Background: an optimization exercise with open tools, aiming at small area, a short achievable clock period and few clock cycles. Do not read the settings as production practice. At most, simulation tests tie the RTL to the original design; equivalence was not proved. The RTL of run 3 was laid out without a check of its function.

### design/flow/run.sh
#!/bin/bash
# synth_recipe.tcl (not shown) runs the flow's synth.tcl, then flattens the netlist and writes it again
# the make line also repeats each setting of config.mk as NAME=value (left out here)
make -C /OpenROAD-flow-scripts/flow DESIGN_CONFIG=/design/flow/config.mk WORK_HOME=/design/flow/orfs CLKGATE_MAP_FILE= SYNTH_SCRIPT=/design/flow/synth_recipe.tcl finish
### design/flow/design.v
module fh_tdiv (
    input  wire               clk,
    input  wire               rst,
    input  wire               start,
    input  wire signed [19:0] e,
    input  wire signed [31:0] f,
    input  wire               e_sat,
    input  wire               f_sat,
    input  wire [39:0]        per,
    input  wire [2:0]         sh3,
    input  wire [3:0]         sh4,
    input  wire [1:0]         dec_phase,
    input  wire signed [16:0] tgt,
    input  wire signed [15:0] toff,
    input  wire [19:0]        tmin,
    output reg                ready,
    output reg                done,
    output reg  signed [15:0] t,
    output reg                lowq
);
    reg        s_mul, s_div, s_fin;
    reg [2:0]  cnt;
    wire       last_m = (cnt != 3'd0) & (cnt == jl);
    wire       last_d = (cnt == (skip ? 3'd3 : 3'd4));
    reg [39:0]  x;        
    reg [41:0]  acc;      
    reg [39:0]  p_r;      
    reg [18:0]  e_r;      
    reg [20:0]  e3_r;     
    reg [1:0]   ph_r;     
    reg [16:0]  tgt_r;    
    reg [17:0]  toff_r;   
    reg [1:0]   m_r;
    reg [2:0]   jl;       
    reg [2:0]   ts;       
    reg         skip;     
    reg         neg;
    reg         nodiv;
    reg         ovf_hi;   
    reg         ovf_r;    
    wire [6:0]  v     = 7'd62 + {4'd0, sh3} - {3'd0, sh4};    
    wire [2:0]  b     = 3'd7 - v[2:0];
    wire        f_neg = f[31];
    wire [30:0] f_mag = f[30:0] ^ {31{f_neg}};                
    wire [37:0] x_sh  = ({7'd0, f_mag} << b) | ({38{f_neg}} & ~({38{1'b1}} << b));
    wire        no_d  = e[19] | e_sat | f_sat;
    reg         xl;       
    wire [8:0]  dg = {x[7:0], xl};
    reg  [40:0] r [0:3];
    reg  [3:0]  ng;
    integer     i;
    always @(*) begin
        for (i = 0; i < 4; i = i + 1) begin
            ng[i] = dg[2*i+2] & ~(dg[2*i+1] & dg[2*i]);
            r[i]  = ((dg[2*i+1] ^ dg[2*i]) ? {1'b0, p_r} :
                     ((dg[2*i+2] ^ dg[2*i+1]) ? {p_r, 1'b0} : 41'd0)) ^ {41{ng[i]}};
        end
    end
    wire [50:0] msum = {10'd0, acc[40:0]} + {9'd0, ~acc[41], 41'd0}
                     + {10'd0, r[0]} + {8'd0, r[1], 2'd0} + {6'd0, r[2], 4'd0} + {4'd0, r[3], 6'd0}
                     + {44'd0, ng[3], 1'b0, ng[2], 1'b0, ng[1], 1'b0, ng[0]}
                     + {3'd0, ~ng[3], 1'b0, ~ng[2], 1'b0, ~ng[1], 1'b0, ~ng[0], 41'd0}
                     + {10'b1110101010, 41'd0};
    reg  [18:0] r0;
    reg  [19:0] abits;
    reg         hi_nz;
    always @(*) begin
        case (ts)
            3'd0: begin r0 = msum[26:8];  abits = {msum[7:0], x[39:28]};  hi_nz = |msum[50:27]; end
            3'd1: begin r0 = msum[34:16]; abits = {msum[15:0], x[39:36]}; hi_nz = |msum[50:35]; end
            3'd2: begin r0 = msum[42:24]; abits = msum[23:4];             hi_nz = |msum[50:43]; end
            3'd3: begin r0 = msum[50:32]; abits = msum[31:12];            hi_nz = 1'b0; end
            3'd4: begin r0 = {8'd0, msum[50:40]}; abits = msum[39:20];    hi_nz = 1'b0; end
            3'd5: begin r0 = {16'd0, msum[50:48]}; abits = msum[47:28];   hi_nz = 1'b0; end
            default: begin r0 = 19'd0; abits = {5'd0, msum[50:36]};       hi_nz = 1'b0; end
        endcase
    end
    function [5:0] bitlen;
        input [39:0] v;
        integer k;
        begin
            bitlen = 6'd0;
            for (k = 0; k < 40; k = k + 1)
                if (v[k]) bitlen = k + 1;
        end
    endfunction
    wire [5:0]  bl_x  = bitlen(x);
    wire [5:0]  bl_p  = bitlen(p_r);
    wire [5:0]  bl_e  = bitlen({21'd0, e_r});
    wire [2:0]  nb    = bl_x[5:3] + 3'd1;                   
    wire [2:0]  j_m1  = (nb < 3'd2) ? 3'd1 : nb - 3'd1;
    wire        sk    = {1'b0, bl_x} + {1'b0, bl_p} <= {2'd0, bl_e} + 7'd35 + {2'd0, m_r, 3'd0};
    function [20:0] r4step;    
        input [18:0] r;
        input [1:0]  a;
        input [18:0] d;
        input [20:0] d3;
        reg   [21:0] w, d1, d2, dd3;
        begin
            w   = {1'b0, r, a};
            d1  = w - {3'b0, d};
            d2  = w - {2'b0, d, 1'b0};
            dd3 = w - {1'b0, d3};
            if (!dd3[21])     r4step = {2'd3, dd3[18:0]};
            else if (!d2[21]) r4step = {2'd2, d2[18:0]};
            else if (!d1[21]) r4step = {2'd1, d1[18:0]};
            else              r4step = {2'd0, w[18:0]};
        end
    endfunction
    wire [18:0] rem = acc[18:0];
    wire [20:0] st1 = r4step(rem,       x[39:38], e_r, e3_r);
    wire [20:0] st2 = r4step(st1[18:0], x[37:36], e_r, e3_r);
    wire [27:0] lo    = {2'd0, ph_r[0] ? p_r[25:0] : 26'd0} + {1'd0, ph_r[1] ? p_r[24:0] : 25'd0, 1'b0}
                      + 28'h2000000;
    wire [17:0] off   = {4'd0, ph_r[0] ? p_r[39:26] : 14'd0} + {3'd0, ph_r[1] ? p_r[39:25] : 15'd0}
                      + {{2{toff_r[15]}}, toff_r[15:0]} + {{2{tgt_r[16]}}, tgt_r[16:1]}
                      + {17'd0, tgt_r[16] & tgt_r[0]};
    wire        le_min = ({2'b0, e_r} <= e3_r);
    wire        first  = s_mul & (cnt == 3'd0);
    wire        second = s_mul & (cnt == 3'd1);
    wire [17:0] m     = x[18:1];
    wire        ovf   = ~nodiv & (ovf_r | x[19]);
    wire [19:0] mx    = nodiv ? {18'd0, tgt_r[1:0]} : (neg ? ~{2'b00, m} : {2'b00, m});
    wire        cin   = ~nodiv & (neg ^ x[0]);
    wire [19:0] sum   = {{2{toff_r[17]}}, toff_r} + mx + {19'd0, cin};
    wire        s_hi  = ~sum[19] & (|sum[18:15]);
    wire        s_lo  =  sum[19] & ~(&sum[18:15]);
    always @(posedge clk) begin
        if (rst) begin
            ready <= 1'b1;
            s_mul <= 1'b0;
            s_div <= 1'b0;
            s_fin <= 1'b0;
            done  <= 1'b0;
        end else begin
            done <= s_fin;
            if (ready) begin
                if (start) begin
                    ready <= 1'b0;
                    s_mul <= 1'b1;
                end
            end
            if (first & (nodiv | le_min)) begin
                s_mul <= 1'b0;
                s_fin <= 1'b1;
            end
            if (s_mul & last_m) begin
                s_mul <= 1'b0;
                s_div <= 1'b1;
            end
            if (s_div & last_d) begin
                s_div <= 1'b0;
                s_fin <= 1'b1;
            end
            if (s_fin) begin
                s_fin <= 1'b0;
                ready <= 1'b1;
            end
        end
    end
    always @(posedge clk) begin
        if (ready | (s_mul & last_m) | (s_div & last_d)) cnt <= 3'd0;
        else              cnt <= cnt + 3'd1;
    end
    always @(posedge clk) begin
        if (ready) begin
            x   <= {2'd0, x_sh};
            acc <= f_neg ? {2'd0, per} : 42'd0;
            xl  <= 1'b0;
        end else if (s_mul) begin
            if (last_m) begin
                x   <= skip ? {abits[15:0], 24'd0} : {abits, 20'd0};
                acc <= {msum[49:27], skip ? {r0[14:0], abits[19:16]} : r0};
            end else begin
                x   <= {msum[7:0], x[39:8]};
                acc <= msum[49:8];
                xl  <= x[7];
            end
        end else begin
            x   <= {x[35:0], st1[20:19], st2[20:19]};
            acc <= {acc[41:19], st2[18:0]};
        end
    end
    always @(posedge clk) begin
        if (ready) begin
            p_r    <= per;
            e_r    <= e[18:0];
            e3_r   <= {1'b0, tmin};
            ph_r   <= dec_phase;
            tgt_r  <= tgt;
            toff_r <= {{2{toff[15]}}, toff};
            m_r    <= v[4:3] - 2'd1;
            neg    <= f_neg;
            nodiv  <= no_d;
        end
        if (first) begin
            e3_r   <= {2'd0, e_r} + {1'd0, e_r, 1'b0};
            toff_r <= off;
            tgt_r[1:0] <= lo[27:26];
            nodiv  <= nodiv | le_min;
        end
        if (second)
            toff_r <= toff_r + {16'd0, tgt_r[1:0]};
        if (first) begin
            jl   <= j_m1;
            ts   <= 3'd4 + {1'b0, m_r} - j_m1;
            skip <= sk;
        end
        if (s_mul & last_m)
            ovf_hi <= hi_nz;
        if (s_div & (cnt == 3'd0))
            ovf_r <= ovf_hi | (rem >= e_r);
    end
    always @(posedge clk) begin
        if (ovf) begin
            t    <= neg ? -16'sd32768 : 16'sd32767;
            lowq <= 1'b1;
        end else begin
            t    <= s_hi ? 16'sd32767 : s_lo ? -16'sd32768 : sum[15:0];
            lowq <= nodiv | s_hi | s_lo;
        end
    end
endmodule
### design/flow/constraint.sdc
create_clock -name core_clock -period 22.0 [get_ports {clk}]
set_input_delay 4.4000 -clock core_clock [delete_from_list [all_inputs] [get_ports {clk}]]
set_output_delay 4.4000 -clock core_clock [all_outputs]
set_load 0.01 [all_outputs]
### design/flow/config.mk
export PLATFORM = sky130hd
export DESIGN_NAME = fh_tdiv
export DESIGN_NICKNAME = fh_tdiv
export VERILOG_FILES = /design/flow/design.v
export SDC_FILE = /design/flow/constraint.sdc
export NUM_CORES = 4
export LEC_CHECK = 0
export CAP_MARGIN = 20
export CORE_MARGIN = 2
export CORE_UTILIZATION = 40
export SLEW_MARGIN = 20
==> flow_metrics.env, run 1 <==
export IMPL_finalNetCount=5161
export IMPL_chipHeight_um=305.7
export IMPL_min_period_ps=8268
export IMPL_source_of_the_worst_register_to_register_timing_path="x[1]"
export IMPL_critPathKind="reg2reg"
export IMPL_antenna_found_initial=5
export IMPL_yosysWarningCount=2
export IMPL_pre_cts_ws_ps=13920
export IMPL_register_area_mm2=0.006300
export IMPL_grt_first_pass_wirelength_um=210000
export IMPL_ranking_of_synthesized_cells_by_instance_count="422 x inv_1, 414 x ha_1, 337 x a21oi_1"
export IMPL_worstRegToRegCells=24
export IMPL_setup_worst_path_end_class="register"
export IMPL_drc=0
export IMPL_synth_seq_cells=238
export IMPL_grt_start_max_net_pins=75
export IMPL_avgRoutedWirePerCell_um=24.67
export IMPL_synth_ff_type="edfxtp_1"
export IMPL_critical_path_top_delay_family="compound AO/OA/AOI/OAI gates"
export IMPL_critPathArrivalTime_ps=8700
export IMPL_vias_per_cell=6.117
export IMPL_yosys_cell_count_top_type="inv_1"
export IMPL_netlist_area_mm2=0.03640
export IMPL_setup_worst_path_start="x[1]"
export IMPL_drtPass1Iterations=6
export IMPL_synth_top_cells_by_area="ha_1 14%, edfxtp_1 13%, fa_1 8.4%"
export IMPL_fin_worst_skew_ps=28.67
export IMPL_postLayoutSetupSlackWorst_ps=13730
export IMPL_postSynth_asyncResetShare_pct=0
export IMPL_outcome="timing/DRC/antenna clean"
export IMPL_critical_path_slowest_cell="ha_2"
export IMPL_drive_above_1_share_pct=5.089
export IMPL_crit_fanout=41
export IMPL_buffer_ports_inserted=177
export IMPL_worst_ep_required_time_ps=22430
export IMPL_synthToLayoutAreaGrowth_pct=10.79
export IMPL_die_w_um=305.7
export IMPL_cp_buffers_inverters=4
export IMPL_grt_overflow_total=0
export IMPL_normalized_max_slew_margin_pct=21.43
export IMPL_final_cycle_utilization_of_the_critical_path_pct=37.58
export IMPL_final_max_slew_viol_count=0
export IMPL_clock_tree_buffer_depth=3
export IMPL_total_track_usage_pct=29.18
export IMPL_tns_ps=0
export IMPL_post_synth_cell_area_avg_um2=8.242
export IMPL_worstSetupPathDepth=24
export IMPL_synthCells=4417
export IMPL_cts_made_buffers=34
export IMPL_achievable_frequency_mhz=120.9
export IMPL_htreeDepth=2
export IMPL_cts_sinks=238
export IMPL_post_cts_repair_setup_buffers=0
export IMPL_vias=34480
export IMPL_clk_insertion_delay_late_ps=590
export IMPL_top_level_ports=178
export IMPL_setup_viol=0
export IMPL_ant_nets=0
export IMPL_design_die_area_mm2=0.09344
export IMPL_capture_point_of_the_worst_reg_to_reg_path="acc[5]"
export IMPL_synth_lib_cells_used_distinct=106
export IMPL_seq_area_frac_synth_pct=17.30
export IMPL_rsz0062_at_grt="false"
export IMPL_final_fill_count=8980
export IMPL_initial_utilization_pct=40.38
export IMPL_timing_max_cap_violations=0
export IMPL_setup_worst_path_end="acc[5]"
export IMPL_hold_violations=0
export IMPL_hpwl_um=109000
export IMPL_dr_first_iter_drc_count=3404
export IMPL_finish_utilization_pct=44.74
export IMPL_critical_path_cell_chain="inv_1 > ha_2 > nor2_2 > buf_4 > a22oi_1 > xnor2_1 > fa_1 > inv_1 > fa_1 > inv_1 > fa_1 > ha_1 > nor2b_1 > o31a_1 > o2111a_1 > o211a_1 > o31ai_1 > a211oi_1 > o21ai_1 > mux2i_1 > o22ai_1 > nor3_1 > a211oi_1 > o211ai_1"
export IMPL_floorplan_core_area_mm2=0.09015
export IMPL_placedInstanceArea_mm2=0.03914
export IMPL_diodes=0
export IMPL_timing_worst_slew_pin_value_ps=1170
export IMPL_reg2reg_setup_slack_ps=13730
export IMPL_cts_resized=0
export IMPL_synth_fp_nets=5142
export IMPL_final_design_area_no_fill_mm2=0.04033
export IMPL_slowest_stage_delay_on_critical_path_ps=1030
export IMPL_tritoncts="yes"
export IMPL_clkTransAtPathRegs_ps=60
export IMPL_multi_input_area_mm2=0.02760
export IMPL_cts_hold_buffers_added=0
export IMPL_clockRootBuffer="clkbuf_16"
export IMPL_detail_route_wirelength_um=139000
export IMPL_core_rowCount=110
export IMPL_yosys_area_top_type_share_pct=14.23
export IMPL_number_of_flops_mapped_to_enable_cells_by_yosys=153
export IMPL_first_global_vias=32950
export IMPL_finalWeightedCongestion=0.9974
export IMPL_start_kind="register"
export IMPL_holdCritPathClass="reg2reg"
export IMPL_yosysTopAreaCell="ha_1"
==> final cells by class <==
| type | instances | share of cell area (%) |
|---|---|---|
| multi-input combinational | 3503 | 68.42 |
| clock buffer | 45 | 2.420 |
| tap | 1176 | 3.648 |
| inverter | 431 | 4.011 |
| clock inverter | 16 | 0.5491 |
| sequential | 238 | 15.62 |
| timing repair buffer | 228 | 5.330 |
==> placed cells by master (no fill, tap or decap), types with 51 or more instances in the layout <==
cell type / synthesis / layout
a211oi_1: 66 / 66
a21o_1: 83 / 83
a21oi_1: 337 / 337
a22oi_1: 164 / 164
and2_1: 93 / 93
buf_4: 1 / 51
clkdlybuf4s50_1: 0 / 176
dfxtp_1: 85 / 84
edfxtp_1: 153 / 153
fa_1: 152 / 152
ha_1: 414 / 411
inv_1: 422 / 421
nand2_1: 268 / 267
nand3_1: 74 / 74
nor2_1: 299 / 292
nor2b_1: 52 / 52
nor3_1: 67 / 66
o21a_1: 62 / 62
o21ai_0: 212 / 212
xnor2_1: 261 / 261
xor2_1: 179 / 179
==> worst register-to-register path, stage by stage (launching register included) <==
cell      delay (ps)
dfxtp_1          470
inv_1            200
ha_2            1030
nor2_2            70
buf_4            340
a22oi_1          260
xnor2_1          120
fa_1             540
inv_1             50
fa_1             480
inv_1             50
fa_1             430
ha_1             330
nor2b_1          160
o31a_1           310
o2111a_1         300
o211a_1          270
o31ai_1          650
a211oi_1         190
o21ai_1          270
mux2i_1          220
o22ai_1          270
nor3_1            70
a211oi_1         820
o211ai_1         190
==> kinds of logic after synthesis <==
logic type               Yosys count  synth area share [%]
AO/OA/AOI/OAI                   1358                 25.04
XOR/XNOR                         440                 10.59
adder cells (fa/ha/maj)          566                 22.59
buffers and inverters            676                 7.032
flip-flops                       238                 17.30
multiplexers                      85                 3.464
AND/OR/NAND/NOR                 1054                 14.00
==> layer usage <==
layer	part of all wire (%)	GRT usage [%]	vias up
met5	0.036	0	-
met4	4.9	12.41	8
met3	9.1	5.241	319
met2	43	44.03	1650
met1	43	40.78	16590
li1	-	-	15910
==> worst min path at each step <==
stage / startpoint / end / slack, ps / depth (start not counted)
after CTS: xl / xl / 470 / 2
after floorplan: s_fin / ready / 420 / 2
after global routing: xl / xl / 500 / 2
after detailed placement: xl / xl / 460 / 2
after global placement: xl / xl / 450 / 2
final: xl / xl / 480 / 2
==> stage by stage <==
step	std cells	hold slack, ps
global route	5637	498.6
finish	5637	480.2
CTS	5637	471.0
detailed placement	5576	462.8
floorplan	4417	420.3
global placement	5576	453.8
==> sequential cells by signal, indices dropped and copies added, names as in the netlist, 2 cells and up <==
name    count
toff_r     18
e_r        19
tgt_r      17
cnt         3
x          40
p_r        40
e3_r       21
t          16
ph_r        2
m_r         2
jl          3
ts          3
acc        42
Testbench counts, summed over its fixed seeds: cycles 9,880.
==> inputs of run 2 (changes only) <==
==> design/flow/flow/run.sh (new file) <==
#!/bin/bash
# The standard layout, with repair_timing asked for setup slack of at least
# 16 ns against the design's clock (same SDC), so that it sizes and buffers
# the critical path instead of stopping at the 22 ns constraint.
set -euo pipefail
bash standard.sh SETUP_SLACK_MARGIN=16 finish > standard_flow.log 2>&1
==> design/flow/standard.sh (new file) <==
#!/bin/bash
# synth_recipe.tcl (not shown) runs the flow's synth.tcl, then flattens the netlist and writes it again
# the make line also repeats each setting of config.mk as NAME=value (left out here)
make -C /OpenROAD-flow-scripts/flow DESIGN_CONFIG=/design/flow/config.mk WORK_HOME=/design/flow/orfs CLKGATE_MAP_FILE= SYNTH_SCRIPT=/design/flow/synth_recipe.tcl "${@:-finish}"
--- a/design/flow/config.mk
+++ b/design/flow/config.mk
@@ -9,3 +9,4 @@
 export CORE_MARGIN = 2
 export CORE_UTILIZATION = 40
 export SLEW_MARGIN = 20
+export TNS_END_PERCENT = 0
removed: design/flow/run.sh
==> run 2 against run 1 <==
Still clean on timing, DRC and antenna; utilization up 3.1 points; synthesized cell count did not move; non-clock buffer count rose by 110; via count up 2.8%; final area grew 6.9%; area after synthesis unchanged; critical path type unchanged.
==> flow_metrics.env, run 2 <==
export IMPL_yosys_area_top_type_share_pct=14.23
export IMPL_post_synth_cell_area_avg_um2=8.242
export IMPL_antenna_found_initial=6
export IMPL_layout_commonest_cell="inv_1"
export IMPL_seq_area_frac_synth_pct=17.30
export IMPL_grt_first_pass_wirelength_um=219000
export IMPL_tritoncts="yes"
export IMPL_buffer_ports_inserted=177
export IMPL_start_kind="register"
export IMPL_crit_fanout=20
export IMPL_final_cycle_utilization_of_the_critical_path_pct=29.23
export IMPL_clockRootBuffer="clkbuf_16"
export IMPL_top_register="acc"
export IMPL_critical_path_slowest_cell="fa_1"
export IMPL_ranking_of_synthesized_cells_by_instance_count="422 x inv_1, 414 x ha_1, 337 x a21oi_1"
export IMPL_clkTransAtPathRegs_ps=60
export IMPL_dr_first_iter_drc_count=3649
export IMPL_hold_violations=0
export IMPL_vias=35440
export IMPL_timing_max_cap_violations=0
export IMPL_vias_per_cell=6.159
export IMPL_total_track_usage_pct=30.69
export IMPL_avgRoutedWirePerCell_um=25.46
export IMPL_number_of_flops_mapped_to_enable_cells_by_yosys=153
export IMPL_clock_tree_buffer_depth=3
export IMPL_synth_fp_nets=5142
export IMPL_initial_utilization_pct=40.38
export IMPL_cts_hold_buffers_added=0
export IMPL_normalized_max_slew_margin_pct=22.21
export IMPL_worst_ep_required_time_ps=22490
export IMPL_setup_worst_path_end_class="register"
export IMPL_grt_start_max_net_pins=75
export IMPL_yosysWarningCount=2
export IMPL_achievable_frequency_mhz=155.5
export IMPL_core_rowCount=110
export IMPL_critPathKind="reg2reg"
export IMPL_netlist_area_mm2=0.03640
export IMPL_die_w_um=305.7
export IMPL_final_fill_count=8634
export IMPL_critPathArrivalTime_ps=6920
export IMPL_drtPass1Iterations=7
export IMPL_finish_utilization_pct=47.85
export IMPL_design_die_area_mm2=0.09344
export IMPL_hpwl_um=108000
export IMPL_outcome="timing/DRC/antenna clean"
export IMPL_largestRegisters="acc: 42 flops, p_r: 40 flops, x: 40 flops"
export IMPL_htreeDepth=2
export IMPL_detail_route_wirelength_um=146500
export IMPL_fin_worst_skew_ps=29.41
export IMPL_yosys_cell_count_top_type="inv_1"
export IMPL_setup_viol=0
export IMPL_finalNetCount=5277
export IMPL_finalWeightedCongestion=1.044
export IMPL_synth_seq_cells=238
export IMPL_grt_overflow_total=0
export IMPL_drc=0
export IMPL_synthCells=4417
export IMPL_clk_insertion_delay_late_ps=580
export IMPL_tns_ps=0
export IMPL_synth_ff_type="edfxtp_1"
export IMPL_min_period_ps=6431
export IMPL_largest_register_ff_count=42
export IMPL_synth_lib_cells_used_distinct=106
export IMPL_postSynth_asyncResetShare_pct=0
export IMPL_synthToLayoutAreaGrowth_pct=18.49
export IMPL_drive_above_1_share_pct=11.73
export IMPL_first_global_vias=34470
export IMPL_critical_path_cell_chain="inv_1 > ha_4 > nor2_4 > buf_12 > a22oi_1 > xnor2_1 > fa_1 > inv_1 > fa_1 > inv_1 > fa_1 > ha_4 > nor2b_1 > o31a_1 > o2111a_2 > o211a_4 > nor2_2 > o21bai_1 > xnor2_2 > mux2i_1 > a2bb2oi_1 > o21ai_0 > a31oi_2 > o221ai_1"
export IMPL_top_level_ports=178
export IMPL_final_max_slew_viol_count=0
export IMPL_synth_top_cells_by_area="ha_1 14%, edfxtp_1 13%, fa_1 8.4%"
export IMPL_cts_made_buffers=35
export IMPL_rsz0062_at_grt="true"
export IMPL_chipHeight_um=305.7
export IMPL_floorplan_core_area_mm2=0.09015
export IMPL_holdCritPathClass="reg2reg"
export IMPL_final_cell_mix="411 x inv_1, 377 x ha_1, 318 x a21oi_1"
export IMPL_yosysTopAreaCell="ha_1"
export IMPL_cts_sinks=238
export IMPL_timing_worst_slew_pin_value_ps=1152
export IMPL_slowest_stage_delay_on_critical_path_ps=550
export IMPL_ant_nets=0
[run 2: cell counts after synthesis]
Identical to the previous run, type by type.
[run 2: path summary, 6_finish.rpt]
| path | cells after the start | slack (ps) | from | end |
|---|---|---|---|---|
| hold / removal | 2 | 480 | xl | xl |
| setup reg to reg | 24 | 15570 | x[2] | acc[3] |
| setup / recovery | 24 | 15570 | x[2] | acc[3] |
| hold reg to reg | 2 | 480 | xl | xl |
[run 2: layout make-up]
| class | instances | area, um^2 | share of cell area, % |
|---|---|---|---|
| timing repair inverter | 2 | 17.52 | 0.04061 |
| inverter | 431 | 1652 | 3.829 |
| clock buffer | 44 | 973.4 | 2.257 |
| antenna | 1 | 2.502 | 0.005801 |
| multi-input combinational | 3506 | 28990 | 67.20 |
| clock inverter | 19 | 193.9 | 0.4496 |
| sequential | 238 | 6332 | 14.68 |
| tap | 1176 | 1471 | 3.411 |
| timing repair buffer | 338 | 3506 | 8.128 |
[run 2: cells by family after synthesis]
group	Yosys count	synth area share, %
AO/OA/AOI/OAI	1358	25.04
XOR/XNOR	440	10.59
adder cells (fa/ha/maj)	566	22.59
buffers and inverters	676	7.032
flip-flops	238	17.30
multiplexers	85	3.464
AND/OR/NAND/NOR	1054	14.00
[run 2: what timing repair did]
| item | in CTS | in global routing |
|---|---|---|
| setup buffers | 75 | 22 |
| resized for setup | 254 | 69 |
| setup endpoints to repair | 84 | 79 |
| pin swaps | 60 | 31 |
| gates cloned | 15 | 1 |
[run 2: through the flow]
stage / setup WS, ps / hold WS [ps] / cells / cell area [um^2]
after floorplan: 15530 / 420.2 / 4417 / 36420
after global placement: 14240 / 456.1 / 5578 / 39150
after detailed placement: 14180 / 462.7 / 5578 / 39150
after CTS: 15730 / 478.8 / 5731 / 42640
after global routing: 15430 / 502.1 / 5754 / 43130
final: 15570 / 478.2 / 5755 / 43130
[run 2: layer usage]
| layer | part of all wire [%] | track usage, % |
|---|---|---|
| met1 | 41 | 40.30 |
| met2 | 43 | 46.84 |
| met3 | 10 | 7.169 |
| met4 | 5.9 | 15.95 |
| met5 | 0.068 | 0 |
[run 2: critical path, delay by kind of cell (launching register included)]
kind / cells / cell delay, ps
compound gates: 9 / 2130
fa+ha+maj: 5 / 2030
xor+xnor: 2 / 660
simple gates: 3 / 490
flops: 1 / 410
buf+inv: 4 / 390
mux: 1 / 200
==> inputs of run 3 (changes only) <==
--- a/design/flow/design.v
+++ b/design/flow/design.v
@@ -13,12 +13,13 @@
     input  wire signed [16:0] tgt,
     input  wire signed [15:0] toff,
     input  wire [19:0]        tmin,
-    output reg                ready,
+    output wire               ready,
     output reg                done,
     output reg  signed [15:0] t,
     output reg                lowq
 );
-    reg        s_mul, s_div, s_fin;
+    reg        idle, rdy, s_mul, s_div, s_fin;
+    assign     ready = rdy;
     reg [2:0]  cnt;
     wire       last_m = (cnt != 3'd0) & (cnt == jl);
     wire       last_d = (cnt == (skip ? 3'd3 : 3'd4));
@@ -36,7 +37,6 @@
     reg         skip;     
     reg         neg;
     reg         nodiv;
-    reg         ovf_hi;   
     reg         ovf_r;    
     wire [6:0]  v     = 7'd62 + {4'd0, sh3} - {3'd0, sh4};    
     wire [2:0]  b     = 3'd7 - v[2:0];
@@ -66,13 +66,19 @@
     reg         hi_nz;
     always @(*) begin
         case (ts)
-            3'd0: begin r0 = msum[26:8];  abits = {msum[7:0], x[39:28]};  hi_nz = |msum[50:27]; end
-            3'd1: begin r0 = msum[34:16]; abits = {msum[15:0], x[39:36]}; hi_nz = |msum[50:35]; end
-            3'd2: begin r0 = msum[42:24]; abits = msum[23:4];             hi_nz = |msum[50:43]; end
-            3'd3: begin r0 = msum[50:32]; abits = msum[31:12];            hi_nz = 1'b0; end
-            3'd4: begin r0 = {8'd0, msum[50:40]}; abits = msum[39:20];    hi_nz = 1'b0; end
-            3'd5: begin r0 = {16'd0, msum[50:48]}; abits = msum[47:28];   hi_nz = 1'b0; end
-            default: begin r0 = 19'd0; abits = {5'd0, msum[50:36]};       hi_nz = 1'b0; end
+            3'd0: begin r0 = msum[26:8];  abits = {msum[7:0], x[39:28]};  end
+            3'd1: begin r0 = msum[34:16]; abits = {msum[15:0], x[39:36]}; end
+            3'd2: begin r0 = msum[42:24]; abits = msum[23:4];             end
+            3'd3: begin r0 = msum[50:32]; abits = msum[31:12];            end
+            3'd4: begin r0 = {8'd0, msum[50:40]}; abits = msum[39:20];    end
+            3'd5: begin r0 = {16'd0, msum[50:48]}; abits = msum[47:28];   end
+            default: begin r0 = 19'd0; abits = {5'd0, msum[50:36]};       end
+        endcase
+        case (ts)
+            3'd0:    hi_nz = |acc[41:19];
+            3'd1:    hi_nz = |acc[41:27];
+            3'd2:    hi_nz = |acc[41:35];
+            default: hi_nz = 1'b0;
         endcase
     end
     function [5:0] bitlen;
@@ -127,16 +133,18 @@
     wire        s_lo  =  sum[19] & ~(&sum[18:15]);
     always @(posedge clk) begin
         if (rst) begin
-            ready <= 1'b1;
+            idle  <= 1'b1;
+            rdy   <= 1'b1;
             s_mul <= 1'b0;
             s_div <= 1'b0;
             s_fin <= 1'b0;
             done  <= 1'b0;
         end else begin
             done <= s_fin;
-            if (ready) begin
+            rdy <= s_fin | (rdy & ~start);
+            if (idle) begin
                 if (start) begin
-                    ready <= 1'b0;
+                    idle  <= 1'b0;
                     s_mul <= 1'b1;
                 end
             end
@@ -154,19 +162,19 @@
             end
             if (s_fin) begin
                 s_fin <= 1'b0;
-                ready <= 1'b1;
-            end
-        end
-    end
-    always @(posedge clk) begin
-        if (ready | (s_mul & last_m) | (s_div & last_d)) cnt <= 3'd0;
+                idle  <= 1'b1;
+            end
+        end
+    end
+    always @(posedge clk) begin
+        if (idle | (s_mul & last_m) | (s_div & last_d)) cnt <= 3'd0;
         else              cnt <= cnt + 3'd1;
     end
     always @(posedge clk) begin
-        if (ready) begin
+        if (idle) begin
             x   <= {2'd0, x_sh};
-            acc <= f_neg ? {2'd0, per} : 42'd0;
-            xl  <= 1'b0;
+            acc <= 42'd0;
+            xl  <= f_neg;      
         end else if (s_mul) begin
             if (last_m) begin
                 x   <= skip ? {abits[15:0], 24'd0} : {abits, 20'd0};
@@ -182,7 +190,7 @@
         end
     end
     always @(posedge clk) begin
-        if (ready) begin
+        if (idle) begin
             p_r    <= per;
             e_r    <= e[18:0];
             e3_r   <= {1'b0, tmin};
@@ -206,10 +214,8 @@
             ts   <= 3'd4 + {1'b0, m_r} - j_m1;
             skip <= sk;
         end
-        if (s_mul & last_m)
-            ovf_hi <= hi_nz;
         if (s_div & (cnt == 3'd0))
-            ovf_r <= ovf_hi | (rem >= e_r);
+            ovf_r <= hi_nz | (rem >= e_r);
     end
     always @(posedge clk) begin
         if (ovf) begin
==> design/flow/flow/run.sh (replaced) <==
#!/bin/bash
# The standard layout on the design's SDC, with two changes to how it is
# made: repair_timing is asked for setup slack of at least 16 ns, so that it
# sizes and buffers the critical paths instead of stopping at the 22 ns
# constraint, and every port still gets its buffer, but a plain buf_1 (which
# repair may size up) instead of the delay cell buffer_ports picks.
set -euo pipefail
bash standard.sh "BUFFER_PORTS_ARGS=-buffer_cell sky130_fd_sc_hd__buf_1" \
    SETUP_SLACK_MARGIN=16 finish > standard_flow.log 2>&1
==> run 3 against run 2 <==
First-iteration DRC count increased by 13%; via count shrank 0.87%; still clean; area after synthesis up 0.38%; register-to-register slack got worse by 100 ps; critical path depth up 2; cell count rose by 0.87%; setup slack got worse by 100 ps; hold slack lost 11 ps; sequential share of layout area fell by 0.19 points; largest cell class unchanged.
==> flow_metrics.env, run 3 <==
export IMPL_outcome="timing/DRC/antenna clean"
export IMPL_floorplan_core_area_mm2=0.09029
export IMPL_grt_first_pass_wirelength_um=208500
export IMPL_largestRegisters="acc: 42 flops, p_r: 40 flops, x: 40 flops"
export IMPL_hold_path_startpoint="s_fin"
export IMPL_final_fill_count=8875
export IMPL_cts_hold_buffers_added=0
export IMPL_hold_end="done"
export IMPL_clock_tree_buffer_depth=3
export IMPL_yosysWarningCount=2
export IMPL_holdCritPathClass="reg2reg"
export IMPL_vias=35140
export IMPL_chipHeight_um=306.3
export IMPL_rsz0062_at_grt="true"
export IMPL_top_register="acc"
export IMPL_ranking_of_synthesized_cells_by_instance_count="440 x inv_1, 415 x ha_1, 328 x nor2_1"
export IMPL_largest_register_ff_count=42
export IMPL_tns_ps=0
export IMPL_final_cycle_utilization_of_the_critical_path_pct=29.70
export IMPL_postLayoutSetupSlackWorst_ps=15470
export IMPL_drive_above_1_share_pct=11.26
export IMPL_source_of_the_worst_register_to_register_timing_path="x[2]"
export IMPL_synth_top_cells_by_area="ha_1 14%, edfxtp_1 11%, fa_1 8.3%"
export IMPL_grt_start_max_net_pins=69
export IMPL_synth_seq_cells=238
export IMPL_synthCells=4475
export IMPL_synthToLayoutAreaGrowth_pct=15.02
export IMPL_synth_lib_cells_used_distinct=93
export IMPL_critPathKind="reg2reg"
export IMPL_antenna_found_initial=3
export IMPL_critical_path_slowest_cell="xor2_1"
export IMPL_worst_ep_required_time_ps=22550
export IMPL_capture_point_of_the_worst_reg_to_reg_path="acc[0]"
export IMPL_top_level_ports=178
export IMPL_setup_worst_path_end_class="register"
export IMPL_finalNetCount=5331
export IMPL_yosys_cell_count_top_type="inv_1"
export IMPL_clockRootBuffer="clkbuf_16"
export IMPL_setup_viol=0
export IMPL_buffer_ports_inserted=177
export IMPL_critPathArrivalTime_ps=7080
export IMPL_finalWeightedCongestion=0.9944
export IMPL_core_rowCount=110
export IMPL_slowest_stage_delay_on_critical_path_ps=560
export IMPL_multi_input_area_mm2=0.02922
export IMPL_design_die_area_mm2=0.09379
export IMPL_die_w_um=306.3
export IMPL_total_track_usage_pct=28.81
export IMPL_seq_area_frac_synth_pct=16.60
export IMPL_netlist_area_mm2=0.03654
export IMPL_reg2reg_setup_slack_ps=15470
export IMPL_cts_made_buffers=31
export IMPL_synth_fp_nets=5201
export IMPL_fin_worst_skew_ps=37.57
export IMPL_ant_nets=0
export IMPL_vias_per_cell=6.053
export IMPL_hold_worst_slack_ps=467.3
export IMPL_register_area_mm2=0.006091
export IMPL_diodes=0
export IMPL_finish_utilization_pct=46.55
export IMPL_timing_worst_slew_pin_value_ps=1106
export IMPL_first_global_vias=33560
export IMPL_hpwl_um=103900
export IMPL_worstRegToRegCells=26
export IMPL_initial_utilization_pct=40.47
export IMPL_yosys_area_top_type_share_pct=14.21
export IMPL_hold_violations=0
export IMPL_htreeDepth=1
export IMPL_postSynth_asyncResetShare_pct=0
export IMPL_achievable_frequency_mhz=153.0
export IMPL_normalized_max_slew_margin_pct=25.64
export IMPL_tritoncts="yes"
export IMPL_final_cell_mix="418 x inv_1, 374 x ha_1, 319 x nor2_1"
export IMPL_cts_sinks=238
export IMPL_clkTransAtPathRegs_ps=70
export IMPL_detail_route_wirelength_um=139700
export IMPL_drc=0
export IMPL_final_max_slew_viol_count=0
export IMPL_start_kind="register"
export IMPL_number_of_flops_mapped_to_enable_cells_by_yosys=130
export IMPL_clk_insertion_delay_late_ps=660
export IMPL_min_period_ps=6534
export IMPL_dr_first_iter_drc_count=4106
export IMPL_grt_overflow_total=0
export IMPL_drtPass1Iterations=9
export IMPL_timing_max_cap_violations=0
export IMPL_synth_ff_type="edfxtp_1"
export IMPL_pre_cts_ws_ps=14190
export IMPL_whs_path_depth=1
export IMPL_post_synth_cell_area_avg_um2=8.166
export IMPL_crit_fanout=20
export IMPL_avgRoutedWirePerCell_um=24.06
export IMPL_layout_commonest_cell="inv_1"
export IMPL_yosysTopAreaCell="ha_1"
[run 3: cell count changes after synthesis, sizes merged, moves of 24 or more]
| cell | previous run | this run |
|---|---|---|
| a21o | 83 | 113 |
| mux2 | 15 | 39 |
| a21oi | 341 | 296 |
| nor2 | 300 | 328 |
| mux2i | 39 | 82 |
[run 3: metrics by stage]
step | cells | cell area [um^2]
2_1_floorplan | 4475 | 36630
3_3_place_gp | 5639 | 38240
3_5_place_dp | 5639 | 38240
4_1_cts | 5770 | 41310
5_1_grt | 5805 | 42030
6_report | 5805 | 42030
[run 3: final cells by class]
class                           count  share of cell area (%)
Sequential cell                   238                   14.49
Tap cell                         1176                   3.501
Clock buffer                       38                   2.060
Multi-Input combinational cell   3553                   69.53
Timing Repair Buffer              337                   5.760
Clock inverter                     19                  0.5120
Inverter                          444                   4.150
[run 3: timing repair]
item                       in CTS  in global routing
buffers inserted               60                 34
pin swaps                      53                 52
setup endpoints to repair      82                 75
resized for setup             225                101
gates cloned                   14                  1
[run 3: routing by layer]
metal  track usage, %  wire (um)  up-vias
met3            4.970      10960      426
met5                0         27        -
li1                 -          -    16290
met2            45.60      61860     1616
met4            15.29       8991        4
met1            37.48      57810    16800
[run 3: worst max-delay path by stage]
stage                      start  endpoint  slack, ps  cells past startpoint
after floorplan           sh3[1]     x[27]      15680                     12
after detailed placement  e_r[1]    acc[7]      14190                     26
final                       x[2]    acc[0]      15470                     26
after global routing        x[2]   acc[10]      15340                     26
after CTS                   x[2]    acc[7]      15620                     25
after global placement      x[1]    acc[0]      14410                     25
[run 3: cells by family after synthesis]
family | synth area share, %
AND/OR/NAND/NOR | 14.26
adder cells (fa/ha/maj) | 22.54
XOR/XNOR | 10.21
multiplexers | 4.804
buffers and inverters | 7.057
AO/OA/AOI/OAI | 24.53
flip-flops | 16.60
[run 3: critical path: cells and delay by family, from the launching register on]
kind,cells,cell delay (ps)
compound gates,11,2380
mux,1,240
xor+xnor,2,760
buf+inv,6,720
simple gates,1,240
flops,1,380
fa+ha+maj,5,1680
==> inputs of run 4 (changes only) <==
--- a/design/flow/design.v
+++ b/design/flow/design.v
@@ -27,9 +27,8 @@
     reg [41:0]  acc;      
     reg [39:0]  p_r;      
     reg [18:0]  e_r;      
-    reg [20:0]  e3_r;     
     reg [1:0]   ph_r;     
-    reg [16:0]  tgt_r;    
+    wire [16:0] tgt_r = {t, lowq};
     reg [17:0]  toff_r;   
     reg [1:0]   m_r;
     reg [2:0]   jl;       
@@ -43,7 +42,7 @@
     wire        f_neg = f[31];
     wire [30:0] f_mag = f[30:0] ^ {31{f_neg}};                
     wire [37:0] x_sh  = ({7'd0, f_mag} << b) | ({38{f_neg}} & ~({38{1'b1}} << b));
-    wire        no_d  = e[19] | e_sat | f_sat;
+    wire        no_d  = e[19] | e_sat | f_sat | ({1'b0, e[18:0]} <= tmin);
     reg         xl;       
     wire [8:0]  dg = {x[7:0], xl};
     reg  [40:0] r [0:3];
@@ -114,19 +113,18 @@
         end
     endfunction
     wire [18:0] rem = acc[18:0];
-    wire [20:0] st1 = r4step(rem,       x[39:38], e_r, e3_r);
-    wire [20:0] st2 = r4step(st1[18:0], x[37:36], e_r, e3_r);
+    wire [20:0] st1 = r4step(rem,       x[39:38], e_r, p_r[20:0]);
+    wire [20:0] st2 = r4step(st1[18:0], x[37:36], e_r, p_r[20:0]);
     wire [27:0] lo    = {2'd0, ph_r[0] ? p_r[25:0] : 26'd0} + {1'd0, ph_r[1] ? p_r[24:0] : 25'd0, 1'b0}
                       + 28'h2000000;
     wire [17:0] off   = {4'd0, ph_r[0] ? p_r[39:26] : 14'd0} + {3'd0, ph_r[1] ? p_r[39:25] : 15'd0}
                       + {{2{toff_r[15]}}, toff_r[15:0]} + {{2{tgt_r[16]}}, tgt_r[16:1]}
                       + {17'd0, tgt_r[16] & tgt_r[0]};
-    wire        le_min = ({2'b0, e_r} <= e3_r);
     wire        first  = s_mul & (cnt == 3'd0);
     wire        second = s_mul & (cnt == 3'd1);
     wire [17:0] m     = x[18:1];
     wire        ovf   = ~nodiv & (ovf_r | x[19]);
-    wire [19:0] mx    = nodiv ? {18'd0, tgt_r[1:0]} : (neg ? ~{2'b00, m} : {2'b00, m});
+    wire [19:0] mx    = nodiv ? {18'd0, ph_r} : (neg ? ~{2'b00, m} : {2'b00, m});
     wire        cin   = ~nodiv & (neg ^ x[0]);
     wire [19:0] sum   = {{2{toff_r[17]}}, toff_r} + mx + {19'd0, cin};
     wire        s_hi  = ~sum[19] & (|sum[18:15]);
@@ -148,7 +146,7 @@
                     s_mul <= 1'b1;
                 end
             end
-            if (first & (nodiv | le_min)) begin
+            if (first & nodiv) begin
                 s_mul <= 1'b0;
                 s_fin <= 1'b1;
             end
@@ -190,25 +188,23 @@
         end
     end
     always @(posedge clk) begin
+        if (s_mul & last_m)
+            p_r[20:0] <= {2'd0, e_r} + {1'd0, e_r, 1'b0};
         if (idle) begin
             p_r    <= per;
             e_r    <= e[18:0];
-            e3_r   <= {1'b0, tmin};
             ph_r   <= dec_phase;
-            tgt_r  <= tgt;
             toff_r <= {{2{toff[15]}}, toff};
             m_r    <= v[4:3] - 2'd1;
             neg    <= f_neg;
             nodiv  <= no_d;
         end
         if (first) begin
-            e3_r   <= {2'd0, e_r} + {1'd0, e_r, 1'b0};
             toff_r <= off;
-            tgt_r[1:0] <= lo[27:26];
-            nodiv  <= nodiv | le_min;
+            ph_r   <= lo[27:26];
         end
         if (second)
-            toff_r <= toff_r + {16'd0, tgt_r[1:0]};
+            toff_r <= toff_r + {16'd0, ph_r};
         if (first) begin
             jl   <= j_m1;
             ts   <= 3'd4 + {1'b0, m_r} - j_m1;
@@ -218,7 +214,10 @@
             ovf_r <= hi_nz | (rem >= e_r);
     end
     always @(posedge clk) begin
-        if (ovf) begin
+        if (idle) begin
+            t    <= tgt[16:1];
+            lowq <= tgt[0];
+        end else if (ovf) begin
             t    <= neg ? -16'sd32768 : 16'sd32767;
             lowq <= 1'b1;
         end else begin
==> run 4 against run 3 <==
First-iteration DRC count is 1.8% lower; hold slack worse by 9.3 ps; setup slack worse by 55 ps; cell count grew 0.26%; via count increased by 1.9%; flip-flop and latch count down 38; critical path type unchanged; highest routed layer is now met4.
==> flow_metrics.env, run 4 <==
export IMPL_core_rowCount=109
export IMPL_fin_worst_skew_ps=37.69
export IMPL_finalNetCount=5364
export IMPL_synth_top_cells_by_area="ha_1 15%, fa_1 8.6%, edfxtp_1 7.8%"
export IMPL_start_kind="register"
export IMPL_number_of_flops_mapped_to_enable_cells_by_yosys=92
export IMPL_buffer_ports_inserted=177
export IMPL_yosysWarningCount=2
export IMPL_first_global_vias=34000
export IMPL_layout_commonest_cell="inv_1"
export IMPL_timing_worst_slew_pin_value_ps=1093
export IMPL_synthCells=4504
export IMPL_netlist_area_mm2=0.03553
export IMPL_cts_sinks=200
export IMPL_synth_area_in_compound_gates_pct=25.45
export IMPL_post_synth_cell_area_avg_um2=7.888
export IMPL_synthToLayoutAreaGrowth_pct=14.92
export IMPL_grt_first_pass_wirelength_um=212700
export IMPL_ant_nets=0
export IMPL_cts_hold_buffers_added=0
export IMPL_postSynth_asyncResetShare_pct=0
export IMPL_worst_ep_required_time_ps=22350
export IMPL_dr_first_iter_drc_count=4031
export IMPL_die_w_um=302.0
export IMPL_avgRoutedWirePerCell_um=24.34
export IMPL_finalWeightedCongestion=1.030
export IMPL_top_level_ports=178
export IMPL_synth_adder_area_share_pct=23.18
export IMPL_critPathArrivalTime_ps=6940
export IMPL_largest_register_ff_count=42
export IMPL_tritoncts="yes"
export IMPL_top_register="acc"
export IMPL_initial_utilization_pct=40.26
export IMPL_drc=0
export IMPL_critical_path_slowest_cell="fa_1"
export IMPL_clk_insertion_delay_late_ps=530
export IMPL_final_cycle_utilization_of_the_critical_path_pct=29.95
export IMPL_final_fill_count=8778
export IMPL_final_max_slew_viol_count=0
export IMPL_grt_overflow_total=0
export IMPL_rsz0062_at_grt="true"
export IMPL_final_design_area_no_fill_mm2=0.04083
export IMPL_cts_made_buffers=17
export IMPL_floorplan_core_area_mm2=0.08824
export IMPL_final_cell_mix="435 x inv_1, 378 x ha_1, 352 x nor2_1"
export IMPL_drtPass1Iterations=7
export IMPL_outcome="timing/DRC/antenna clean"
export IMPL_synth_seq_cells=200
export IMPL_yosys_cell_count_top_type="inv_1"
export IMPL_synth_mux_area_share_pct=4.039
export IMPL_timing_max_cap_violations=0
export IMPL_seq_area_frac_synth_pct=13.86
export IMPL_achievable_frequency_mhz=151.8
export IMPL_hpwl_um=105900
export IMPL_total_track_usage_pct=30.62
export IMPL_grt_start_max_net_pins=81
export IMPL_drive_above_1_share_pct=11.37
export IMPL_holdCritPathClass="reg2reg"
export IMPL_min_period_ps=6589
export IMPL_synth_ff_type="dfxtp_1"
export IMPL_synth_fp_nets=5230
export IMPL_largest_family_of_logic_cells_by_synthesized_area="compound AO/OA/AOI/OAI gates"
export IMPL_chipHeight_um=302.0
export IMPL_design_die_area_mm2=0.09122
export IMPL_hold_violations=0
export IMPL_critPathKind="reg2reg"
export IMPL_reg2reg_setup_slack_ps=15410
export IMPL_yosysTopAreaCell="ha_1"
export IMPL_ranking_of_synthesized_cells_by_instance_count="446 x inv_1, 415 x ha_1, 363 x nor2_1"
export IMPL_vias_per_cell=6.154
export IMPL_largestRegisters="acc: 42 flops, p_r: 40 flops, x: 40 flops"
export IMPL_htreeDepth=4
export IMPL_setup_viol=0
export IMPL_vias=35820
export IMPL_yosys_area_top_type_share_pct=14.61
export IMPL_synth_xor_area_share_pct=10.45
export IMPL_synth_simple_gate_area_share_pct=15.51
export IMPL_setup_worst_path_end_class="register"
export IMPL_slowest_stage_delay_on_critical_path_ps=510
export IMPL_antenna_found_initial=2
export IMPL_clkTransAtPathRegs_ps=90
export IMPL_normalized_max_slew_margin_pct=26.94
export IMPL_tns_ps=0
export IMPL_placedInstanceArea_mm2=0.03712
export IMPL_clockRootBuffer="clkbuf_16"
export IMPL_detail_route_wirelength_um=141600
export IMPL_synth_lib_cells_used_distinct=106
export IMPL_clock_tree_buffer_depth=2
export IMPL_crit_fanout=5
[run 4: changes by cell type after synthesis, sizes merged, moves of 14 or more]
cell    previous run  this run
nor3              81        95
and2             101        73
o21a              69        48
nand2            255       272
edfxtp           130        92
buf               32        47
o21ai            251       221
a21oi            296       349
nor2             328       365
[run 4: kinds of logic after synthesis]
logic type	count (synthesis)
flops	200
mux	117
simple gates	1149
compound gates	1343
fa+ha+maj	567
buf+inv	704
xor+xnor	424
[run 4: routing by layer]
| metal | up-vias | share of wire [%] | GRT usage, % |
|---|---|---|---|
| met4 | 0 | 4.8 | 13.51 |
| li1 | 16330 | - | - |
| met5 | - | 0 | 0 |
| met3 | 360 | 10 | 6.471 |
| met1 | 17250 | 42 | 41.77 |
| met2 | 1872 | 43 | 46.54 |
[run 4: timing repair]
item	4_1_cts	5_1_grt
endpoints found under the setup margin	80	72
setup buffers	100	27
gates resized for setup	256	55
pin swaps	100	53
endpoints found under the hold margin	0	0
cloned	17	1
[run 4: layout make-up]
| class | count | area, um^2 | share of cell area, % |
|---|---|---|---|
| multi-input cells | 3600 | 29300 | 71.76 |
| flip-flops and latches | 200 | 4949 | 12.12 |
| repair buffers | 367 | 2786 | 6.824 |
| inverters | 452 | 1747 | 4.278 |
| well taps | 1165 | 1458 | 3.570 |
| clock buffers | 19 | 452.9 | 1.109 |
| clock inverters | 13 | 128.9 | 0.3156 |
| diodes | 4 | 10.01 | 0.02452 |
[run 4: worst max-delay path: cells and delay by family (launching register included)]
family | cells | cell delay, ps
AOI/OAI and AO/OA | 10 | 2110
DFF | 1 | 370
buffers and inverters | 8 | 1040
xor gates and xnor gates | 2 | 420
adders and majority gates | 6 | 2080
and+or+nand+nor | 3 | 390
[run 4: per-stage QoR]
step,setup slack [ps],cells,utilization (%),hold WS (ps)
after floorplan,15790,4504,-,428.7
after global placement,14170,5639,42.07,445.5
after detailed placement,14170,5639,42.07,444.3
after CTS,15640,5788,45.68,462.8
after global routing,15300,5816,46.26,504.8
final,15410,5820,46.27,458.0
[run 4: final timing paths]
path,endpoint,from,cells after the start
hold reg to reg,rdy,rdy,2
hold / removal,rdy,rdy,2
setup reg to reg,acc[1],x[2],29
setup / recovery,acc[1],x[2],29
Testbench counts of run 4, summed over its fixed seeds: cycles 9,880.
==> inputs of run 5 (changes only) <==
--- a/design/flow/config.mk
+++ b/design/flow/config.mk
@@ -7,6 +7,5 @@
 export LEC_CHECK = 0
 export CAP_MARGIN = 20
 export CORE_MARGIN = 2
-export CORE_UTILIZATION = 40
+export CORE_UTILIZATION = 60
 export SLEW_MARGIN = 20
-export TNS_END_PERCENT = 0
==> run 5 against run 4 <==
Clock skew fell by 19 ps; setup slack got worse by 370 ps; flip-flop and latch count unchanged; critical path depth down 1; non-clock buffer count rose by 124; sequential share of layout area down 0.45 points; area after synthesis unchanged; clock-buffer cell count decreased by 1; die area is 33% lower.
==> flow_metrics.env, run 5 <==
export IMPL_hpwl_um=100800
export IMPL_timing_max_cap_violations=0
export IMPL_largest_register_ff_count=42
export IMPL_postSynth_asyncResetShare_pct=0
export IMPL_multi_input_area_mm2=0.03025
export IMPL_top_level_ports=178
export IMPL_post_synth_cell_area_avg_um2=7.888
export IMPL_outcome="timing/DRC/antenna clean"
export IMPL_clockRootBuffer="clkbuf_16"
export IMPL_finalWeightedCongestion=1.088
export IMPL_dr_first_iter_drc_count=4202
export IMPL_final_fill_count=4748
export IMPL_chipHeight_um=247.3
export IMPL_synth_seq_cells=200
export IMPL_drive_above_1_share_pct=16.71
export IMPL_yosys_area_top_type_share_pct=14.61
export IMPL_core_rowCount=89
export IMPL_htreeDepth=4
export IMPL_finish_utilization_pct=72.28
export IMPL_hold_end="rdy"
export IMPL_critical_path_slowest_cell="fa_1"
export IMPL_source_of_the_worst_register_to_register_timing_path="xl"
export IMPL_detail_route_wirelength_um=143200
export IMPL_whs_path_depth=2
export IMPL_grt_start_max_net_pins=80
export IMPL_reg2reg_setup_slack_ps=15040
export IMPL_top_signal_layer_used="met5"
export IMPL_synth_fp_nets=5230
export IMPL_vias=37310
export IMPL_synth_top_cells_by_area="ha_1 15%, fa_1 8.6%, edfxtp_1 7.8%"
export IMPL_holdCritPathClass="reg2reg"
export IMPL_critPathArrivalTime_ps=7360
export IMPL_largestRegisters="acc: 42 flops, p_r: 40 flops, x: 40 flops"
export IMPL_clkTransAtPathRegs_ps=90
export IMPL_rsz0062_at_grt="true"
export IMPL_seq_area_frac_synth_pct=13.86
export IMPL_fin_worst_skew_ps=18.92
export IMPL_pre_cts_ws_ps=14030
export IMPL_setup_worst_path_end_class="register"
export IMPL_top_register="acc"
export IMPL_finalNetCount=5489
export IMPL_capture_point_of_the_worst_reg_to_reg_path="acc[11]"
export IMPL_slowest_stage_delay_on_critical_path_ps=580
export IMPL_yosysWarningCount=2
export IMPL_clk_insertion_delay_late_ps=530
export IMPL_worstRegToRegCells=28
export IMPL_timing_worst_slew_pin_value_ps=1152
export IMPL_min_period_ps=6958
export IMPL_buffer_ports_inserted=177
export IMPL_yosysTopAreaCell="ha_1"
export IMPL_first_global_vias=34440
export IMPL_final_cell_mix="425 x inv_1, 361 x ha_1, 346 x nor2_1"
export IMPL_ranking_of_synthesized_cells_by_instance_count="446 x inv_1, 415 x ha_1, 363 x nor2_1"
export IMPL_critPathKind="reg2reg"
export IMPL_achievable_frequency_mhz=143.7
export IMPL_vias_per_cell=6.723
export IMPL_antenna_found_initial=4
export IMPL_floorplan_core_area_mm2=0.05880
export IMPL_synthCells=4504
export IMPL_cts_made_buffers=17
export IMPL_synthToLayoutAreaGrowth_pct=19.61
export IMPL_drtPass1Iterations=8
export IMPL_grt_overflow_total=0
export IMPL_drc=0
export IMPL_hold_violations=0
export IMPL_layout_commonest_cell="inv_1"
export IMPL_register_area_mm2=0.004959
export IMPL_hold_path_startpoint="rdy"
export IMPL_design_die_area_mm2=0.06118
export IMPL_total_track_usage_pct=45.03
export IMPL_synth_ff_type="dfxtp_1"
export IMPL_tns_ps=0
export IMPL_placedInstanceArea_mm2=0.03665
export IMPL_tritoncts="yes"
export IMPL_netlist_area_mm2=0.03553
export IMPL_final_design_area_no_fill_mm2=0.04250
export IMPL_clock_tree_buffer_depth=2
export IMPL_final_cycle_utilization_of_the_critical_path_pct=31.63
export IMPL_setup_viol=0
export IMPL_number_of_flops_mapped_to_enable_cells_by_yosys=92
export IMPL_synth_lib_cells_used_distinct=106
export IMPL_initial_utilization_pct=60.43
export IMPL_avgRoutedWirePerCell_um=25.81
export IMPL_final_max_slew_viol_count=0
export IMPL_grt_first_pass_wirelength_um=208900
export IMPL_crit_fanout=8
export IMPL_cts_sinks=200
export IMPL_wl_met3_um=18030
export IMPL_wl_met1_um=53940
export IMPL_cts_hold_buffers_added=0
export IMPL_normalized_max_slew_margin_pct=22.71
export IMPL_worst_ep_required_time_ps=22400
export IMPL_die_w_um=247.3
export IMPL_route_met2_wl_um=60100
export IMPL_postLayoutSetupSlackWorst_ps=15040
export IMPL_ant_nets=0
export IMPL_start_kind="register"
export IMPL_yosys_cell_count_top_type="inv_1"
run 5: cell types whose count changed in the layout (fill, tap and decap cells not counted), moves of 17 or more:
cell	previous run	this run
ha_1	378	361
o21ai_0	175	158
a21oi_2	12	32
a21oi_1	333	310
buf_4	131	232
run 5: through the flow:
step	hold slack [ps]	cells
floorplan	428.7	4504
global placement	454.9	5240
detailed placement	460.2	5241
CTS	471.5	5437
global route	497.6	5549
finish	466.3	5550
run 5: worst max path at each step:
stage | endpoint | slack, ps | startpoint
2_1_floorplan | x[32] | 15790 | sh3[1]
3_3_place_gp | acc[13] | 14060 | x[4]
3_5_place_dp | acc[13] | 14030 | x[4]
4_1_cts | acc[13] | 15710 | x[2]
5_1_grt | acc[11] | 15030 | xl
6_report | acc[11] | 15040 | xl
run 5: area by class of cell:
class	count	share of cell area, %
Inverter	452	4.151
Tap cell	773	2.276
Clock inverter	14	0.4151
Sequential cell	200	11.67
Multi-Input combinational cell	3601	71.19
Antenna cell	1	0.005889
Timing Repair Buffer	491	9.236
Clock buffer	18	1.060
run 5: metal layers:
metal	vias to the layer above	track usage (%)
met1	17660	57.87
met4	4	28.25
met2	2388	67.10
li1	16610	-
met3	645	11.99
met5	-	0
run 5: timing repair:
action | in CTS | in global routing
gates cloned | 18 | 2
gates resized for setup | 330 | 186
pin swaps | 132 | 116
hold endpoints to repair | 0 | 0
endpoints found under the setup margin | 81 | 57
buffers inserted | 146 | 110
run 5: critical path, delay by kind of cell (launching register included):
family	cells	cell delay, ps
XOR/XNOR	2	360
AND/OR/NAND/NOR	5	910
AO/OA/AOI/OAI	8	1800
adder cells (fa/ha/maj)	5	2220
buffers and inverters	8	1070
flip-flops	1	430
run 5: cells by family after synthesis:
| family | Yosys count | share of synthesized area, % |
|---|---|---|
| compound gates | 1343 | 25.45 |
| xor+xnor | 424 | 10.45 |
| fa+ha+maj | 567 | 23.18 |
| buf+inv | 704 | 7.508 |
| flops | 200 | 13.86 |
| mux | 117 | 4.039 |
| simple gates | 1149 | 15.51 |
==> inputs of run 6 (changes only) <==
--- a/design/flow/config.mk
+++ b/design/flow/config.mk
@@ -9,3 +9,4 @@
 export CORE_MARGIN = 2
 export CORE_UTILIZATION = 60
 export SLEW_MARGIN = 20
+export TNS_END_PERCENT = 0
==> run 6 against run 5 <==
Final area decreased by 6.0%; clock-buffer cell count unchanged; non-clock buffer count decreased by 146; area after synthesis unchanged; flip-flop and latch count unchanged; die area unchanged; register-to-register slack improved by 490 ps; global-route usage decreased by 1.3 points; hold slack improved by 6.2 ps.
==> flow_metrics.env, run 6 <==
export IMPL_outcome="timing/DRC/antenna clean"
export IMPL_start_kind="register"
export IMPL_placedInstanceArea_mm2=0.03662
export IMPL_largestRegisters="acc: 42 flops, p_r: 40 flops, x: 40 flops"
export IMPL_finalNetCount=5342
export IMPL_drc=0
export IMPL_total_track_usage_pct=43.78
export IMPL_yosysTopAreaCell="ha_1"
export IMPL_reg2reg_setup_slack_ps=15540
export IMPL_setup_viol=0
export IMPL_critical_path_top_delay_family="adder cells"
export IMPL_cts_made_buffers=17
export IMPL_grt_start_max_net_pins=88
export IMPL_whs_path_depth=2
export IMPL_die_w_um=247.3
export IMPL_timing_worst_slew_pin_value_ps=1100
export IMPL_initial_utilization_pct=60.43
export IMPL_ranking_of_synthesized_cells_by_instance_count="446 x inv_1, 415 x ha_1, 363 x nor2_1"
export IMPL_critPathKind="reg2reg"
export IMPL_drive_above_1_share_pct=10.76
export IMPL_core_rowCount=89
export IMPL_ant_nets=0
export IMPL_cts_hold_buffers_added=0
export IMPL_synth_fp_nets=5230
export IMPL_top_level_ports=178
export IMPL_final_design_area_no_fill_mm2=0.03995
export IMPL_cts_sinks=200
export IMPL_clockRootBuffer="clkbuf_16"
export IMPL_synth_seq_cells=200
export IMPL_seq_area_frac_synth_pct=13.86
export IMPL_dr_first_iter_drc_count=4186
export IMPL_clkTransAtPathRegs_ps=90
export IMPL_detail_route_wirelength_um=136300
export IMPL_number_of_flops_mapped_to_enable_cells_by_yosys=92
export IMPL_source_of_the_worst_register_to_register_timing_path="xl"
export IMPL_antenna_found_initial=4
export IMPL_top_register="acc"
export IMPL_layout_commonest_cell="inv_1"
export IMPL_buffer_ports_inserted=177
export IMPL_grt_overflow_total=0
export IMPL_hold_path_startpoint="rdy"
export IMPL_vias=35900
export IMPL_vias_per_cell=6.643
export IMPL_hold_end="rdy"
export IMPL_drtPass1Iterations=8
export IMPL_htreeDepth=4
export IMPL_clock_tree_buffer_depth=2
export IMPL_synth_ff_type="dfxtp_1"
export IMPL_synth_lib_cells_used_distinct=106
export IMPL_final_max_slew_viol_count=0
export IMPL_hold_worst_slack_ps=472.5
export IMPL_holdCritPathClass="reg2reg"
export IMPL_worstRegToRegCells=26
export IMPL_critical_path_slowest_cell="xnor2_1"
export IMPL_hold_violations=0
export IMPL_achievable_frequency_mhz=154.7
export IMPL_final_cell_mix="433 x inv_1, 377 x ha_1, 355 x nor2_1"
export IMPL_slowest_stage_delay_on_critical_path_ps=670
export IMPL_first_global_vias=33080
export IMPL_crit_fanout=6
export IMPL_synthCells=4504
export IMPL_synth_top_cells_by_area="ha_1 15%, fa_1 8.6%, edfxtp_1 7.8%"
export IMPL_floorplan_core_area_mm2=0.05880
export IMPL_tns_ps=0
export IMPL_normalized_max_slew_margin_pct=26.66
export IMPL_avgRoutedWirePerCell_um=25.23
export IMPL_post_synth_cell_area_avg_um2=7.888
export IMPL_timing_max_cap_violations=0
export IMPL_min_period_ps=6464
export IMPL_largest_register_ff_count=42
export IMPL_rsz0062_at_grt="true"
export IMPL_tritoncts="yes"
export IMPL_yosys_cell_count_top_type="inv_1"
export IMPL_grt_first_pass_wirelength_um=202900
export IMPL_clk_insertion_delay_late_ps=530
export IMPL_worst_ep_required_time_ps=22410
export IMPL_critPathArrivalTime_ps=6870
export IMPL_synthToLayoutAreaGrowth_pct=12.43
export IMPL_cpMostUsedCell="fa_1"
export IMPL_capture_point_of_the_worst_reg_to_reg_path="acc[4]"
export IMPL_hpwl_um=101600
export IMPL_postSynth_asyncResetShare_pct=0
export IMPL_setup_worst_path_end_class="register"
export IMPL_yosysWarningCount=2
export IMPL_design_die_area_mm2=0.06118
export IMPL_netlist_area_mm2=0.03553
export IMPL_finalWeightedCongestion=1.065
export IMPL_chipHeight_um=247.3
export IMPL_final_cycle_utilization_of_the_critical_path_pct=29.38
export IMPL_fin_worst_skew_ps=26.61
export IMPL_yosys_area_top_type_share_pct=14.61
export IMPL_cp_buffers_inverters=6
[run 6: cell counts after synthesis]
Identical to the previous run, type by type.
[run 6: repair_timing]
| action | in CTS | in global routing |
|---|---|---|
| gates cloned | 11 | 0 |
| setup buffers | 90 | 24 |
| setup endpoints to repair | 82 | 65 |
| pin swaps | 79 | 44 |
| gates resized for setup | 251 | 41 |
[run 6: logic make-up (layout without fill, tap and decap cells)]
group | Yosys count | in the layout | share of synthesized area [%]
simple gates | 1149 | 1149 | 15.51
mux | 117 | 117 | 4.039
flops | 200 | 200 | 13.86
fa+ha+maj | 567 | 567 | 23.18
compound gates | 1343 | 1343 | 25.45
xor+xnor | 424 | 424 | 10.45
other cells | 0 | 2 | 0
buf+inv | 704 | 829 | 7.508
[run 6: layout make-up]
cell class | instances | area [um^2]
Multi-Input combinational cell | 3600 | 29260
Fill cell | 5034 | 18850
Inverter | 452 | 1770
Clock inverter | 14 | 178.9
Antenna cell | 2 | 5.005
Tap cell | 773 | 967.2
Timing Repair Buffer | 345 | 2391
Clock buffer | 18 | 429.2
Sequential cell | 200 | 4949
[run 6: routing by layer]
| layer | GRT usage, % | routed length, um |
|---|---|---|
| met5 | 0 | 26 |
| met4 | 24.16 | 9046 |
| met3 | 10.53 | 15950 |
| met2 | 65.74 | 57550 |
| met1 | 57.80 | 53770 |
[run 6: how the worst max path moves through the flow]
| stage | from | end | slack [ps] | depth (start not counted) |
|---|---|---|---|---|
| 3_3_place_gp | x[4] | acc[11] | 14040 | 24 |
| 4_1_cts | xl | acc[13] | 15730 | 28 |
| 3_5_place_dp | x[4] | acc[11] | 14050 | 24 |
| 6_report | xl | acc[4] | 15540 | 26 |
| 5_1_grt | xl | x[36] | 15390 | 26 |
| 2_1_floorplan | sh3[1] | x[32] | 15790 | 13 |
[run 6: tightest hold or removal path: cells and delay by family (launching register included)]
family	cells	cell delay [ps]
AOI/OAI and AO/OA	1	60
DFF	1	330
buffers and inverters	1	50
[run 6: per-stage QoR]
stage               setup WS, ps  util (%)  std cells
global placement           14040     62.28       5245
detailed placement         14050     62.28       5245
global route               15390     67.93       5402
finish                     15540     67.94       5404
floorplan                  15790         -       4504
CTS                        15730     67.25       5378

-- port drivers added, routing unchanged --
No port has a modelled driver above. Below, the same layouts with a new extraction and two added sets of constraints.
Step 1 assumes that a clkbuf_16 drives the clock port and a buf_2 every other input.
Step 2, shift: input delay + t, output delay - t, t = (earliest + latest rising clock arrival at the registers) / 2. This alone moves slack from input paths to output paths.
Slacks: ideal ports / drivers / drivers and shift; pairs: ideal ports / drivers.
| run | t, ns | setup WS [ns] | worst setup path at the end | clock arrival spread, ns | slew at the worst register clock pin (ns) |
|---|---|---|---|---|---|
| run 1 | 0.649 | 13.732 / 13.732 / 13.732 | register to register | 0.030 / 0.030 | 0.07 / 0.07 |
| run 2 | 0.642 | 15.569 / 15.569 / 15.088 | input to register | 0.031 / 0.032 | 0.07 / 0.07 |
| run 3 | 0.713 | 15.466 / 15.466 / 15.025 | input to register | 0.040 / 0.040 | 0.07 / 0.07 |
| run 4 | 0.566 | 15.411 / 15.410 / 15.126 | input to register | 0.037 / 0.038 | 0.11 / 0.11 |
| run 5 | 0.579 | 15.042 / 15.042 / 15.042 | register to register | 0.019 / 0.019 | 0.10 / 0.10 |
| run 6 | 0.572 | 15.536 / 15.536 / 15.239 | input to register | 0.027 / 0.027 | 0.10 / 0.10 |
After both steps setup and hold are still met in every run listed. The setup slack of run 2, which loses most, moves by 0.000 ns with the drivers and by -0.481 ns with both steps.
